From an optimization exercise on the open Yosys and OpenROAD flow, aimed at small area, a short achievable clock period and few clock cycles per item; shortcuts taken in it are not production practice.
In this exercise RTL edits were held to simulation tests only and were not proved equivalent to the original.
The flow treats the clock pin as an ideal source, which a real chip does not have.

## scale_acc
module scale_acc (
    input  wire        clk,
    input  wire        rst,           
    input  wire        in_valid,
    output wire        in_ready,
    input  wire        in_first,      
    input  wire        in_last,       
    input  wire [31:0] in_bias,
    input  wire [47:0] in_s,
    input  wire [15:0] in_x,
    input  wire [15:0] in_sm,
    input  wire [15:0] in_sx,
    output reg         res_valid,
    output wire [31:0] res_word,
    output wire        res_code_special,
    output wire [7:0]  res_scale_sat,
    output wire [7:0]  res_acc_sat,
    output wire [7:0]  res_flush_zero
);
export LEC_CHECK = 0
export ABC_AREA = 1
export CAP_MARGIN = 60
export CORE_MARGIN = 2
export CORE_UTILIZATION = 65
export PLACE_DENSITY = 0.75
export SLEW_MARGIN = 60
create_clock -name core_clock -period 55.0 [get_ports {clk}]
standard.sh (not shown) runs the stock make flow with config.mk's settings and CLKGATE_MAP_FILE= SYNTH_SCRIPT=/design/flow/synth_recipe.tcl, a recipe that flattens the netlist after the stock synthesis.
==> flow/flow/run.sh <==
#!/bin/bash
# Layout flow: the standard flow (standard.sh) with these changes.
#  1. After the standard synthesis, polar_fix.py lets full adders absorb the
#     inverters around them (a full adder fed complemented inputs gives
#     complemented outputs); a half adder fed two complemented signals becomes
#     xor2 + nor2. Registers and their names are untouched.
#  2. Ports are buffered with sky130_fd_sc_hd__buf_2 (every port still gets
#     its own buffer).
#  3. After CTS, the flip-flops that drive output ports are upsized
#     (flow/upsize_out.tcl).
# Each tool's output goes to a log file of its own in the work folder.
set -euo pipefail
R=orfs/results/${FLOW_PLATFORM:-sky130hd}/scale_acc/base

bash standard.sh synth > synth.log 2>&1
cp $R/1_2_yosys.v 1_2_yosys.standard.v
python3 flow/polar_fix.py 1_2_yosys.standard.v $R/1_2_yosys.polar.v > polar_fix.log 2>&1
mv $R/1_2_yosys.polar.v $R/1_2_yosys.v
rm -f $R/1_synth.odb $R/1_synth.sdc
bash standard.sh synth > synth_odb.log 2>&1

export BUFFER_PORTS_ARGS="-buffer_cell sky130_fd_sc_hd__buf_2"
export POST_CTS_TCL="$(pwd)/flow/upsize_out.tcl"
bash standard.sh finish > layout.log 2>&1
Other scripts of this flow, unchanged in this note and not shown: flow/flow/polar_fix.py, flow/flow/upsize_out.tcl
Testbench counts at the start, summed over its fixed seeds: cycles 26,970, groups 26,946.
Change:
--- a/flow/design.v
+++ b/flow/design.v
@@ -1,13 +1,12 @@
 module scaleg (
     input  wire [47:0] s,
-    input  wire [15:0] x,
+    input  wire [17:0] xs,        
     input  wire [15:0] sm,
-    input  wire [15:0] sx,
     output wire [31:0] word,
     output wire        sat,
     output wire        flush
 );
     function [6:0] lzc64;
         input [63:0] v;
         reg [31:0] v1; reg [31:0] c1;
         reg [15:0] v2; reg [31:0] c2;
@@ -905,18 +904,17 @@
     wire [6:0]  tzs = lzc64(rev64({16'hFFFF, s}));
     wire [6:0]  tzm = lzc64(rev64({48'hFFFF_FFFF_FFFF, sm}));
     wire [8:0]  tk  = {2'd0, tzs} + {2'd0, tzm} + {2'd0, k};
     wire        stick = j0 ? (tk < 9'd39) : j1 ? (tk < 9'd38) : (tk < 9'd37);
     wire [23:0] q     = nw[24:1];
     wire        rbit  = nw[0];
     wire        up    = rbit & (stick | q[0]);
     wire        carry = up & (&q[22:0]);
-    wire signed [17:0] e0 = $signed({{2{x[15]}}, x}) + $signed({{2{sx[15]}}, sx}) + 18'sd166
-                            - $signed({11'd0, k});
+    wire signed [17:0] e0 = $signed(xs) - $signed({11'd0, k});
     wire        gt0 = (e0 > 18'sd254), eq0 = (e0 == 18'sd254), lt0 = (e0 < 18'sd0), z0 = (e0 == 18'sd0);
     wire        gt1 = (e0 > 18'sd255), eq1 = (e0 == 18'sd255), lt1 = (e0 < 18'sd1), z1 = (e0 == 18'sd1);
     wire        gt2 = (e0 > 18'sd256), eq2 = (e0 == 18'sd256), lt2 = (e0 < 18'sd2), z2 = (e0 == 18'sd2);
     wire        e_gt = j0 ? gt0 : j1 ? gt1 : gt2;
     wire        e_eq = j0 ? eq0 : j1 ? eq1 : eq2;
     wire        e_lt = j0 ? lt0 : j1 ? lt1 : lt2;
     wire        e_z  = j0 ? z0  : j1 ? z1  : z2;
     wire [7:0]  ef   = e0[7:0] - (j0 ? 8'd0 : j1 ? 8'd1 : 8'd2);
@@ -958,20 +956,17 @@
             end
             for (i = 0; i < 2; i = i + 1) begin
                 v4[i] = v3[2*i+1] | v3[2*i];
                 c4[4*i +: 4] = v3[2*i+1] ? {1'b0, c3[3*(2*i+1) +: 3]} : {1'b1, c3[3*(2*i) +: 3]};
             end
             lzc32 = v4[1] ? {1'b0, c4[7:4]} : {1'b1, c4[3:0]};
         end
     endfunction
-    wire [30:0] cmp_s;
-    wire        cmp_co;                             
-    bk_add #(.W(31)) u_cmp (.x(a[30:0]), .y(~b[30:0]), .ci(1'b1), .s(cmp_s), .co(cmp_co));
-    wire        swap = ~cmp_co;
+    wire        swap = (b[30:0] > a[30:0]);
     wire [31:0] hi   = swap ? b : a;
     wire [31:0] lo   = swap ? a : b;
     wire [8:0]  dab  = {1'b0, a[30:23]} - {1'b0, b[30:23]};
     wire [7:0]  dba  = b[30:23] - a[30:23];
     wire [7:0]  d    = dab[8] ? dba : dab[7:0];
     wire        hz   = (hi[30:23] == 8'd0);         
     wire [23:0] mhi  = {1'b1, hi[22:0]};
     wire [23:0] mlo  = {(lo[30:23] != 8'd0), lo[22:0]};
@@ -1104,31 +1099,31 @@
     output wire [7:0]  res_scale_sat,
     output wire [7:0]  res_acc_sat,
     output wire [7:0]  res_flush_zero
 );
     assign in_ready = 1'b1;
     reg        v0, f0, l0;
     reg [31:0] b0;
     reg [47:0] s0;
-    reg [15:0] x0, sm0, sx0;
+    reg [15:0] sm0;
+    reg [17:0] xs0;               
     always @(posedge clk) begin
         v0  <= ~rst & in_valid;
         f0  <= in_first;
         l0  <= in_last;
         b0  <= in_bias;
         s0  <= in_s;
-        x0  <= in_x;
+        xs0 <= {{2{in_x[15]}}, in_x} + {{2{in_sx[15]}}, in_sx} + 18'd166;
         sm0 <= in_sm;
-        sx0 <= in_sx;
     end
     wire [31:0] g_word;
     wire        g_sat, g_flush;
     scaleg u_scale (
-        .s(s0), .x(x0), .sm(sm0), .sx(sx0),
+        .s(s0), .xs(xs0), .sm(sm0),
         .word(g_word), .sat(g_sat), .flush(g_flush)
     );
     wire        b_special = (b0[30:23] == 8'hFF);
     wire [31:0] b_norm    = b_special ? {b0[31], 31'h7F7F_FFFF} :
                             (b0[30:23] == 8'h00) ? 32'd0 : b0;
     reg        f1, l1, gs1, gf1, bs1;
     reg [31:0] g1;
     always @(posedge clk) begin
The new run produced a clean layout.
Hold slack loses 0.012 ns.
Final area barely changes.
Die area barely changes.
Area after synthesis barely changes.
Maximum frequency goes down by 9.9%.
Register-to-register slack barely changes.
First-iteration DRC count is higher by 12%.
Testbench counts after the change, summed over its fixed seeds: cycles 26,970, groups 26,946.

========
Another version of the RTL of scale_acc (not shown whole).
Size in the first run: ~5800 cells after synthesis, roughly 190 I/O pins, roughly 0.041 mm2 of cells after synthesis.
==> module add32, before the edit <==
module add32 (
    input  wire [31:0] a,
    input  wire [31:0] b,
    output wire [31:0] word,
    output wire        sat,
    output wire        flush
);
    function [4:0] lzc32;
        input [31:0] v;
        reg [15:0] v1; reg [15:0] c1;
        reg [7:0]  v2; reg [15:0] c2;
        reg [3:0]  v3; reg [11:0] c3;
        reg [1:0]  v4; reg [7:0]  c4;
        integer i;
        begin
            for (i = 0; i < 16; i = i + 1) begin
                v1[i] = v[2*i+1] | v[2*i];
                c1[i] = ~v[2*i+1];
            end
            for (i = 0; i < 8; i = i + 1) begin
                v2[i] = v1[2*i+1] | v1[2*i];
                c2[2*i +: 2] = v1[2*i+1] ? {1'b0, c1[2*i+1]} : {1'b1, c1[2*i]};
            end
            for (i = 0; i < 4; i = i + 1) begin
                v3[i] = v2[2*i+1] | v2[2*i];
                c3[3*i +: 3] = v2[2*i+1] ? {1'b0, c2[2*(2*i+1) +: 2]} : {1'b1, c2[2*(2*i) +: 2]};
            end
            for (i = 0; i < 2; i = i + 1) begin
                v4[i] = v3[2*i+1] | v3[2*i];
                c4[4*i +: 4] = v3[2*i+1] ? {1'b0, c3[3*(2*i+1) +: 3]} : {1'b1, c3[3*(2*i) +: 3]};
            end
            lzc32 = v4[1] ? {1'b0, c4[7:4]} : {1'b1, c4[3:0]};
        end
    endfunction
    wire        swap = (b[30:0] > a[30:0]);
    wire [31:0] hi   = swap ? b : a;
    wire [31:0] lo   = swap ? a : b;
    wire [8:0]  dab  = {1'b0, a[30:23]} - {1'b0, b[30:23]};
    wire [7:0]  dba  = b[30:23] - a[30:23];
    wire [7:0]  d    = dab[8] ? dba : dab[7:0];
    wire        hz   = (hi[30:23] == 8'd0);         
    wire [23:0] mhi  = {1'b1, hi[22:0]};
    wire [23:0] mlo  = {(lo[30:23] != 8'd0), lo[22:0]};
    wire [25:0] lof  = {mlo, 2'b00};
    wire        big  = (d[7:5] != 3'd0);
    wire [25:0] losh = big ? 26'd0 : (lof >> d[4:0]);
    wire [31:0] mask = ~({32{1'b1}} << d[4:0]);
    wire        stk  = big ? (mlo != 24'd0) : ((lof & mask[25:0]) != 26'd0);
    wire [26:0] al   = {losh, stk};
    wire [26:0] hf   = {mhi, 3'b000};
    wire        sub  = a[31] ^ b[31];
    wire [27:0] sum;
    wire        sum_co;
    bk_add #(.W(28)) u_sum (.x({1'b0, hf}), .y({sub, al ^ {27{sub}}}), .ci(sub), .s(sum), .co(sum_co));
    wire        sz   = (sum == 28'd0);
    wire [4:0]  lz   = lzc32({sum, 4'hF});
    wire [27:0] norm = sum << lz;
    wire [23:0] mant = norm[27:4];
    wire        rbit = norm[3];
    wire        stck = |norm[2:0];
    wire        up   = rbit & (stck | mant[0]);
    wire        carry = up & (&mant[22:0]);
    wire [9:0]  eb0 = {2'b0, hi[30:23]} + 10'd1 - {5'd0, lz};
    wire        e_sat   = ~eb0[9] & ((eb0[8:0] > 9'd254) | ((eb0[8:0] == 9'd254) & carry));
    wire        e_flush = eb0[9] | ((eb0 == 10'd0) & ~carry);
    wire [30:0] mag;
    wire        mag_co;
    bk_add #(.W(31)) u_inc (.x({eb0[7:0], mant[22:0]}), .y(31'd0), .ci(up), .s(mag), .co(mag_co));
    wire        zero = hz | sz;
    assign sat   = ~zero & e_sat;
    assign flush = ~zero & ~e_sat & e_flush;
    assign word  = (zero | e_flush) ? 32'd0 : e_sat ? {hi[31], 31'h7F7F_FFFF} : {hi[31], mag};
endmodule
clock: 55.0 ns
lec_check: 0
abc_area: 1
cap_margin: 60
core_margin: 2
core_utilization: 65
place_density: 0.75
slew_margin: 60
==> flow/flow/run.sh <==
#!/bin/bash
# Layout flow: the standard flow (standard.sh) with two changes.
#  1. After the standard synthesis, polar_fix.py lets full adders absorb the
#     inverters around them (a full adder fed complemented inputs gives
#     complemented outputs). Registers and their names are untouched.
#  2. Ports are buffered with sky130_fd_sc_hd__buf_2 (every port still gets
#     its own buffer).
#  3. After CTS, the flip-flops that drive output ports are upsized
#     (flow/upsize_out.tcl).
# Each tool's output goes to a log file of its own in the work folder.
set -euo pipefail
R=orfs/results/${FLOW_PLATFORM:-sky130hd}/scale_acc/base

bash standard.sh synth > synth.log 2>&1
cp $R/1_2_yosys.v 1_2_yosys.standard.v
python3 flow/polar_fix.py 1_2_yosys.standard.v $R/1_2_yosys.polar.v > polar_fix.log 2>&1
mv $R/1_2_yosys.polar.v $R/1_2_yosys.v
rm -f $R/1_synth.odb $R/1_synth.sdc
bash standard.sh synth > synth_odb.log 2>&1

export BUFFER_PORTS_ARGS="-buffer_cell sky130_fd_sc_hd__buf_2"
export POST_CTS_TCL="$(pwd)/flow/upsize_out.tcl"
bash standard.sh finish > layout.log 2>&1
Other scripts of this flow, unchanged in this note and not shown: flow/flow/polar_fix.py, flow/flow/upsize_out.tcl
Testbench counts at the start, summed over its fixed seeds: cycles 26,970, groups 26,946.
Change:
--- a/flow/design.v
+++ b/flow/design.v
@@ -960,13 +960,16 @@
                 v4[i] = v3[2*i+1] | v3[2*i];
                 c4[4*i +: 4] = v3[2*i+1] ? {1'b0, c3[3*(2*i+1) +: 3]} : {1'b1, c3[3*(2*i) +: 3]};
             end
             lzc32 = v4[1] ? {1'b0, c4[7:4]} : {1'b1, c4[3:0]};
         end
     endfunction
-    wire        swap = (b[30:0] > a[30:0]);
+    wire [30:0] cmp_s;
+    wire        cmp_co;                             
+    bk_add #(.W(31)) u_cmp (.x(a[30:0]), .y(~b[30:0]), .ci(1'b1), .s(cmp_s), .co(cmp_co));
+    wire        swap = ~cmp_co;
     wire [31:0] hi   = swap ? b : a;
     wire [31:0] lo   = swap ? a : b;
     wire [8:0]  dab  = {1'b0, a[30:23]} - {1'b0, b[30:23]};
     wire [7:0]  dba  = b[30:23] - a[30:23];
     wire [7:0]  d    = dab[8] ? dba : dab[7:0];
     wire        hz   = (hi[30:23] == 8'd0);         
Result: The changed run completed without violations; register-to-register slack is about the same; wire length goes down by 2.0%; die area goes down by 1.4%; core utilization goes up by 0.54 points; first-iteration DRC count goes down by 1.2%; global-route usage goes up by 0.33 points; sequential cell count does not change; non-clock buffer count goes down by 2; worst hold slack got worse by 0.021 ns; setup slack improved by 0.060 ns; critical path depth stays the same; via count goes down by 1.9%.
Testbench counts after the change, summed over its fixed seeds: cycles 26,970, groups 26,946.

[port drivers added, routing unchanged]
The results above use ideal ports. As a check the final layouts listed here were re-extracted and re-timed, cells and wires unchanged.
Step 1 sets driving cells, clkbuf_16 on the clock port and buf_2 on the other inputs (assumed; they add their load-dependent delay and slew).
Step 2 adds t to the input delays and takes it off the output delays; t is the mean of the earliest and latest rising clock arrival at the registers after step 1. Input paths then give back, and output paths get back, about the clock's delay inside the block.
Three values: ideal ports, drivers, drivers and shift; two values: the first two.
| run | t, ns | setup slack, ns | worst hold slack (ns) | latest minus earliest clock arrival (ns) | worst data-port slew with drivers (ns) |
|---|---|---|---|---|---|
| the first run of note 1 | 0.659 | 42.831 / 42.804 / 42.831 | 0.409 / 0.409 / 0.409 | 0.036 / 0.036 | 0.07 |
| the second run of note 1 | 0.657 | 41.494 / 41.545 / 40.888 | 0.397 / 0.397 / 0.397 | 0.052 / 0.052 | 0.05 |
| the first run of note 2 | 0.667 | 42.849 / 42.781 / 43.218 | 0.420 / 0.420 / 0.420 | 0.071 / 0.071 | 0.06 |
| the second run of note 2 | 0.645 | 42.908 / 42.843 / 43.225 | 0.400 / 0.400 / 0.400 | 0.022 / 0.022 | 0.09 |
After both steps setup and hold are still met in every run listed. For the second run of note 1, which loses most, drivers alone change the setup slack by +0.051 ns; drivers and shift together by -0.606 ns.
